Source: an optimization exercise on an open RTL-to-GDS flow (aim: small area, a short achievable clock period and few clock cycles per item). Production flows keep margins and buffers that such runs may drop.
Power figures rest on the tool's default switching activity, not on a simulated workload.

== run 2 ==
==> flow/design.v <==
module rs80_dec (
    input  wire        clk,
    input  wire        rst,           
    input  wire        in_valid,
    output wire        in_ready,
    input  wire [15:0] in_data,
    output wire        out_valid,
    input  wire        out_ready,
    output wire [15:0] out_data,
    output wire        out_last,
    output wire [1:0]  out_status,    
    output wire [6:0]  out_pos        
);
    localparam integer D  = 86;       
    localparam integer DL = 1;        
    localparam [6:0]   DM1 = D - 1;
    localparam [7:0]   DM1W = D - 1;
    localparam [6:0]   D7 = D;
    localparam [1:0] STATUS_OK  = 2'd0,
                     STATUS_COR = 2'd1,
                     STATUS_UNC = 2'd2;
    function [15:0] gf_mul;
        input [15:0] a;
        input [15:0] b;
        reg   [15:0] p;
        reg   [15:0] x;
        integer      n;
        begin
            p = 16'd0;
            x = a;
            for (n = 0; n < 16; n = n + 1) begin
                if (b[n])
                    p = p ^ x;
                x = {x[14:0], 1'b0} ^ (x[15] ? 16'h100B : 16'h0000);
            end
            gf_mul = p;
        end
    endfunction
    function [15:0] gf_sq;
        input [15:0] a;
        reg   [15:0] p;
        reg   [15:0] x;
        integer      n;
        begin
            p = 16'd0;
            x = 16'h0001;
            for (n = 0; n < 16; n = n + 1) begin
                if (a[n])
                    p = p ^ x;
                x = {x[14:0], 1'b0} ^ (x[15] ? 16'h100B : 16'h0000);
                x = {x[14:0], 1'b0} ^ (x[15] ? 16'h100B : 16'h0000);
            end
            gf_sq = p;
        end
    endfunction
    function automatic [6:0] clmul4;
        input [3:0] a;
        input [3:0] b;
        integer n;
        begin
            clmul4 = 7'd0;
            for (n = 0; n < 4; n = n + 1)
                if (b[n])
                    clmul4 = clmul4 ^ ({3'd0, a} << n);
        end
    endfunction
    function automatic [14:0] clmul8;
        input [7:0] a;
        input [7:0] b;
        reg   [6:0] z0, z1, z2;
        begin
            z0 = clmul4(a[3:0], b[3:0]);
            z2 = clmul4(a[7:4], b[7:4]);
            z1 = clmul4(a[3:0] ^ a[7:4], b[3:0] ^ b[7:4]) ^ z0 ^ z2;
            clmul8 = {8'd0, z0} ^ ({8'd0, z1} << 4) ^ ({8'd0, z2} << 8);
        end
    endfunction
    function automatic [30:0] clmul16;
        input [15:0] a;
        input [15:0] b;
        reg   [14:0] z0, z1, z2;
        begin
            z0 = clmul8(a[7:0], b[7:0]);
            z2 = clmul8(a[15:8], b[15:8]);
            z1 = clmul8(a[7:0] ^ a[15:8], b[7:0] ^ b[15:8]) ^ z0 ^ z2;
            clmul16 = {16'd0, z0} ^ ({16'd0, z1} << 8) ^ ({16'd0, z2} << 16);
        end
    endfunction
    function [15:0] gf_red;
        input [30:0] p;
        reg   [30:0] q;
        integer n;
        begin
            q = p;
            for (n = 30; n >= 16; n = n - 1)
                if (q[n])
                    q = q ^ (31'h1100B << (n - 16));
            gf_red = q[15:0];
        end
    endfunction
    localparam [15:0] A1 = 16'h0002;
    localparam [15:0] A2 = 16'h0004;
    localparam [15:0] A3 = 16'h0008;
    localparam [15:0] A4 = 16'h0010;
    localparam [15:0] A5 = 16'h0020;
    localparam [15:0] AM16 = 16'h922B;    
    integer i;
    reg  [15:0] d_r;
    reg         v_r;
    reg         in_rdy;
    wire        fire = in_valid & in_rdy;
    assign in_ready = in_rdy;
    wire        hold;
    always @(posedge clk)
        if (!hold)
            d_r <= in_data;
    reg  [15:0] drum [0:D-1];
    wire [15:0] tap = drum[D-1-DL];
    reg         we;                  
    always @(posedge clk) begin
        drum[0] <= we ? d_r : drum[D-1];
        for (i = 1; i < D; i = i + 1)
            drum[i] <= drum[i-1];
    end
    reg  [6:0]  wd;         
    reg  [6:0]  rdd;        
    reg  [6:0]  cnt;        
    reg  [6:0]  ai;         
    reg  [6:0]  wc;         
    reg         run_ok;     
    reg  [6:0]  beat;       
    reg  [2:0]  du_st;      
    reg  [15:0] cur_e;      
    reg         fx;
    reg  [15:0] o_data;
    reg         o_last;
    reg  [1:0]  o_st;
    reg  [6:0]  o_pos;
    reg         o_v;
    assign out_valid  = o_v;
    assign out_data   = o_data;
    assign out_last   = o_last;
    assign out_status = o_st;
    assign out_pos    = o_pos;
    reg  b0;                
    reg  lastb;             
    reg  rdl;               
    reg  cnz;               
    wire du_done = (du_st == 3'd6) || (du_st == 3'd7);
    wire tap_ok = rdl && cnz && (!b0 || du_done);
    wire rd = tap_ok && (!o_v || out_ready);
    wire last_beat = lastb;
    reg  [15:0] s0, s1, s2, s3, s4, s5;
    wire [15:0] x     = we ? d_r : drum[D-1];
    reg         first;               
    reg         a79;                 
    reg         ai_lt, ai_eq;        
    wire        slot_ok = ai_lt || (we && ai_eq);
    wire [15:0] s0n = first ? x : (s0 ^ x);
    wire [15:0] s1n = first ? x : (gf_mul(s1, A1) ^ x);
    wire [15:0] s2n = first ? x : (gf_mul(s2, A2) ^ x);
    wire [15:0] s3n = first ? x : (gf_mul(s3, A3) ^ x);
    wire [15:0] s4n = first ? x : (gf_mul(s4, A4) ^ x);
    wire [15:0] s5n = first ? x : (gf_mul(s5, A5) ^ x);
    wire        snap = a79 && run_ok && slot_ok && (du_st == 3'd0);
    always @(posedge clk) begin
        s0 <= s0n; s1 <= s1n; s2 <= s2n;
        s3 <= s3n; s4 <= s4n; s5 <= s5n;
    end
    reg  [15:0] t0, t1, t2, t3, t4, t5;    
    reg  [15:0] e;                         
    reg  [15:0] g;                         
    reg  [30:0] prod;                      
    reg         found;
    reg  [6:0]  m;                         
    reg         hk_ok;
    reg         allz;
    reg         enz;                       
    reg  [15:0] hlo, hhi;                  
    reg  [15:0] hlo_r, hhi_r;
    reg  [15:0] exj;
    wire [15:0] hit_r = hlo_r & hhi_r;
    reg  [3:0]  hk;
    integer     j;
    always @(*) begin
        for (j = 0; j < 16; j = j + 1)
        begin
            exj    = gf_mul(e, 16'h0001 << j);
            hlo[j] = (g[7:0]  == exj[7:0]);
            hhi[j] = (g[15:8] == exj[15:8]);
        end
        hk = 4'd0;
        for (j = 0; j < 16; j = j + 1)
            if (hit_r[j])
                hk = hk | (4'd15 - j[3:0]);
    end
    wire       any_hit = |hit_r;
    wire [2:0] ka      = 3'd6 - du_st;           
    wire       last_b  = (du_st == 3'd6);
    wire       res_found = found | (last_b & any_hit);
    wire [6:0] res_m   = m | {3'd0, hk & {4{last_b}}};
    wire [1:0] res_st  = allz ? STATUS_OK :
                         (enz && res_found && hk_ok) ? STATUS_COR : STATUS_UNC;
    wire [6:0] res_pos = (res_st == STATUS_COR) ? res_m : 7'd0;
    always @(posedge clk) begin
        if (snap) begin
            t0 <= s0n; t1 <= s1n; t2 <= s2n;
            t3 <= s3n; t4 <= s4n;
            e  <= s0n;
            g  <= s1n;
        end else begin
            t0 <= t1; t1 <= t2; t2 <= t3; t3 <= t4; t4 <= t5;
            g  <= gf_mul(g, AM16);
        end
        t5    <= s5n;                  
        hlo_r <= hlo;
        hhi_r <= hhi;
        prod  <= clmul16(t0, t2);
        if (snap) begin
            found <= 1'b0;
            m     <= 7'd0;
            hk_ok <= 1'b1;
        end
        if (du_st == 3'd1) begin
            allz  <= ~|{t0, t1, t2};           
            enz   <= |t0;
        end
        if (du_st == 3'd2)
            allz  <= allz & ~|{t2, t3, t4};    
        if (du_st >= 3'd2 && du_st <= 3'd6) begin
            found <= found | any_hit;
            m     <= m | {ka & {3{any_hit}}, hk};
        end
        if (du_st >= 3'd2 && du_st <= 3'd5)
            hk_ok <= hk_ok & (gf_red(prod) == gf_sq(t0));
    end
    assign     hold     = v_r && !we;
    wire       idle     = (cnt == 7'd0) && !v_r;      
    wire [6:0] cv       = cnt + {6'd0, we};
    wire [6:0] cvm      = cv - 7'd1;
    wire [6:0] cnt_n    = rd ? cvm : cv;
    wire [6:0] wd_dec   = (wd  == 7'd0) ? DM1 : (wd  - 7'd1);
    wire [6:0] rdd_dec  = (rdd == 7'd0) ? DM1 : (rdd - 7'd1);
    wire [6:0] wd_adv   = we ? wd : wd_dec;
    wire       realign  = idle && !fire;
    wire [6:0] wd_n     = realign ? 7'd1 : wd_adv;
    wire [6:0] rdd_n    = realign ? 7'd1 : (rd ? rdd : rdd_dec);
    wire [6:0] ai_inc   = (ai == DM1) ? 7'd0 : ai + 7'd1;
    wire [6:0] wc_inc   = wc + {6'd0, we};
    wire [6:0] ai_n     = realign ? DM1  : snap ? 7'd0 : ai_inc;
    wire [6:0] wc_n     = realign ? 7'd0 : snap ? (wc_inc - 7'd80) : wc_inc;
    wire       du_busy  = (du_st != 3'd0) && (du_st < 3'd6);
    wire [2:0] du_st_n  = snap ? 3'd1 :
                          du_busy ? du_st + 3'd1 :
                          (rd && b0) ? 3'd0 :
                          (du_st == 3'd6) ? 3'd7 : du_st;
    wire       room_n   = rd || (cv != D7);           
    wire       wr_next  = (wd_adv == 7'd0) && room_n;
    wire       rdy1     = wr_next;                    
    wire       rdy0     = !hold || wr_next;
    always @(posedge clk) begin
        if (rst) begin
            in_rdy  <= 1'b1;
            v_r     <= 1'b0;
            we      <= 1'b0;
            wd      <= 7'd1;
            rdd     <= 7'd1;
            cnt     <= 7'd0;
            ai      <= DM1;
            wc      <= 7'd0;
            first   <= 1'b0;
            a79     <= 1'b0;
            ai_lt   <= 1'b0;
            ai_eq   <= 1'b0;
            run_ok  <= 1'b0;
            beat    <= 7'd0;
            b0      <= 1'b1;
            lastb   <= 1'b0;
            rdl     <= 1'b1;      
            cnz     <= 1'b0;
            du_st   <= 3'd0;
            o_v     <= 1'b0;
        end else begin
            v_r     <= fire || hold;
            we      <= (fire || hold) && wr_next;
            in_rdy  <= fire ? rdy1 : rdy0;
            wd      <= wd_n;
            rdd     <= rdd_n;
            cnt     <= cnt_n;
            ai      <= ai_n;
            wc      <= wc_n;
            first   <= (ai_n == 7'd0);
            a79     <= (ai_n == 7'd79);
            ai_lt   <= (ai_n < wc_n);
            ai_eq   <= (ai_n == wc_n);
            run_ok <= (first || run_ok) && slot_ok;
            du_st   <= du_st_n;
            rdl     <= realign || (rd ? rdl : (rdd == DL + 1));
            cnz     <= rd ? (cv != 7'd1) : (cv != 7'd0);
            if (rd) begin
                b0    <= lastb;
                lastb <= (beat == 7'd78);
                beat <= last_beat ? 7'd0 : beat + 7'd1;
                o_v  <= 1'b1;
            end else if (out_ready) begin
                o_v  <= 1'b0;
            end
        end
    end
    wire [1:0]  st_use = b0 ? res_st : o_st;
    wire        fixhit = b0 ? (res_st == STATUS_COR && res_m == 7'd0) : fx;
    wire [15:0] e_use  = b0 ? e : cur_e;
    always @(posedge clk) begin
        if (rd) begin
            o_data <= (st_use == STATUS_UNC) ? 16'd0 : (tap ^ (fixhit ? e_use : 16'd0));
            o_last <= last_beat;
            fx <= b0 ? (res_st == STATUS_COR && res_m == 7'd1) : (beat + 7'd1 == o_pos);
            if (b0) begin
                o_st  <= res_st;
                o_pos <= res_pos;
                cur_e <= e;
            end
        end
    end
endmodule
export LEC_CHECK = 0
export CAP_MARGIN = 20
export CORE_MARGIN = 2
export CORE_UTILIZATION = 66
export CTS_CLUSTER_DIAMETER = 100
export CTS_CLUSTER_SIZE = 28
export SETUP_SLACK_MARGIN = 2.6
export SLEW_MARGIN = 20
create_clock -name core_clock -period 5.0 [get_ports {clk}]
run.sh (not shown) runs the stock make flow with config.mk's settings and CLKGATE_MAP_FILE= SYNTH_SCRIPT=/design/flow/synth_recipe.tcl, a recipe that flattens the netlist after the stock synthesis.
Edits applied to the flow inputs when going from run 2 to run 4:
--- a/flow/design.v
+++ b/flow/design.v
@@ -149,23 +149,21 @@
     wire du_done = (du_st == 3'd6) || (du_st == 3'd7);
     wire tap_ok = rdl && cnz && (!b0 || du_done);
     wire rd = tap_ok && (!o_v || out_ready);
     wire last_beat = lastb;
     reg  [15:0] s0, s1, s2, s3, s4, s5;
     wire [15:0] x     = we ? d_r : drum[D-1];
-    reg         first;               
-    reg         a79;                 
-    reg         ai_lt, ai_eq;        
-    wire        slot_ok = ai_lt || (we && ai_eq);
+    wire        first = (ai == 7'd0);
+    wire        slot_ok = (ai < wc) || (we && (ai == wc));
     wire [15:0] s0n = first ? x : (s0 ^ x);
     wire [15:0] s1n = first ? x : (gf_mul(s1, A1) ^ x);
     wire [15:0] s2n = first ? x : (gf_mul(s2, A2) ^ x);
     wire [15:0] s3n = first ? x : (gf_mul(s3, A3) ^ x);
     wire [15:0] s4n = first ? x : (gf_mul(s4, A4) ^ x);
     wire [15:0] s5n = first ? x : (gf_mul(s5, A5) ^ x);
-    wire        snap = a79 && run_ok && slot_ok && (du_st == 3'd0);
+    wire        snap = (ai == 7'd79) && run_ok && slot_ok && (du_st == 3'd0);
     always @(posedge clk) begin
         s0 <= s0n; s1 <= s1n; s2 <= s2n;
         s3 <= s3n; s4 <= s4n; s5 <= s5n;
     end
     reg  [15:0] t0, t1, t2, t3, t4, t5;    
     reg  [15:0] e;                         
@@ -244,14 +242,12 @@
     wire [6:0] wd_adv   = we ? wd : wd_dec;
     wire       realign  = idle && !fire;
     wire [6:0] wd_n     = realign ? 7'd1 : wd_adv;
     wire [6:0] rdd_n    = realign ? 7'd1 : (rd ? rdd : rdd_dec);
     wire [6:0] ai_inc   = (ai == DM1) ? 7'd0 : ai + 7'd1;
     wire [6:0] wc_inc   = wc + {6'd0, we};
-    wire [6:0] ai_n     = realign ? DM1  : snap ? 7'd0 : ai_inc;
-    wire [6:0] wc_n     = realign ? 7'd0 : snap ? (wc_inc - 7'd80) : wc_inc;
     wire       du_busy  = (du_st != 3'd0) && (du_st < 3'd6);
     wire [2:0] du_st_n  = snap ? 3'd1 :
                           du_busy ? du_st + 3'd1 :
                           (rd && b0) ? 3'd0 :
                           (du_st == 3'd6) ? 3'd7 : du_st;
     wire       room_n   = rd || (cv != D7);           
@@ -265,16 +261,12 @@
             we      <= 1'b0;
             wd      <= 7'd1;
             rdd     <= 7'd1;
             cnt     <= 7'd0;
             ai      <= DM1;
             wc      <= 7'd0;
-            first   <= 1'b0;
-            a79     <= 1'b0;
-            ai_lt   <= 1'b0;
-            ai_eq   <= 1'b0;
             run_ok  <= 1'b0;
             beat    <= 7'd0;
             b0      <= 1'b1;
             lastb   <= 1'b0;
             rdl     <= 1'b1;      
             cnz     <= 1'b0;
@@ -284,18 +276,22 @@
             v_r     <= fire || hold;
             we      <= (fire || hold) && wr_next;
             in_rdy  <= fire ? rdy1 : rdy0;
             wd      <= wd_n;
             rdd     <= rdd_n;
             cnt     <= cnt_n;
-            ai      <= ai_n;
-            wc      <= wc_n;
-            first   <= (ai_n == 7'd0);
-            a79     <= (ai_n == 7'd79);
-            ai_lt   <= (ai_n < wc_n);
-            ai_eq   <= (ai_n == wc_n);
+            if (realign) begin
+                ai  <= DM1;
+                wc  <= 7'd0;
+            end else if (snap) begin
+                ai  <= 7'd0;
+                wc  <= wc_inc - 7'd80;
+            end else begin
+                ai  <= ai_inc;
+                wc  <= wc_inc;
+            end
             run_ok <= (first || run_ok) && slot_ok;
             du_st   <= du_st_n;
             rdl     <= realign || (rd ? rdl : (rdd == DL + 1));
             cnz     <= rd ? (cv != 7'd1) : (cv != 7'd0);
             if (rd) begin
                 b0    <= lastb;
### Flow results
Run 2 completed; timing, DRC and antenna clean
Run 4 finished every step from synthesis to the final layout, and the layout passed the timing, DRC and antenna checks.
TritonCTS buffer count: run 4 < run 2
As of run 4, number of cells after detailed placement had fallen by a few percent compared to run 2.
Initial antenna violation count (lower): run 4
For the ratio of final minimum period to clock period, run 4 came in 0.64 points lower than run 2 did.
Setup fix buffers added after clock tree synthesis is higher on run 2
Number of unique standard cell types used by synthesis: run 4 vs run 2 down 9
Worst slack on hold paths, run 2 and run 4: higher on run 2
Diff run 2 -> run 4 | number of standard cells after synthesis | down by a few percent
Between run 2 and run 4, the register bit total from synthesis does not differ in any meaningful way.
Going from run 2 to run 4, power attributed to combinational cells saw a decrease; mux cell area share after synthesis saw an increase.
Function was not checked in any run of this note: the RTL went through the layout flow alone.

re-timing with driven ports:
How much do the figures lean on ideal ports? The routed layouts below were timed once more, with nothing changed but the port constraints. Step 1 sets driving cells, clkbuf_16 on the clock port and buf_2 on the other inputs (assumed; they add their load-dependent delay and slew). Step 2 adds t to the input delays and takes it off the output delays; t is the mean of the earliest and latest rising clock arrival at the registers after step 1. Input paths then give back, and output paths get back, about the clock's delay inside the block. Slacks: ideal ports / drivers / drivers and shift; pairs: ideal ports / drivers.
run | shift t [ns] | setup WS [ns] | pins driven straight from the clock port
run 2 | 0.732 | 2.381 / 2.381 / 1.986 | 1
run 4 | 0.734 | 2.413 / 2.413 / 2.156 | 1
After both steps setup and hold are still met in every run listed. For run 2, which loses most, drivers alone change the setup slack by 0.000 ns; drivers and shift together by -0.395 ns.
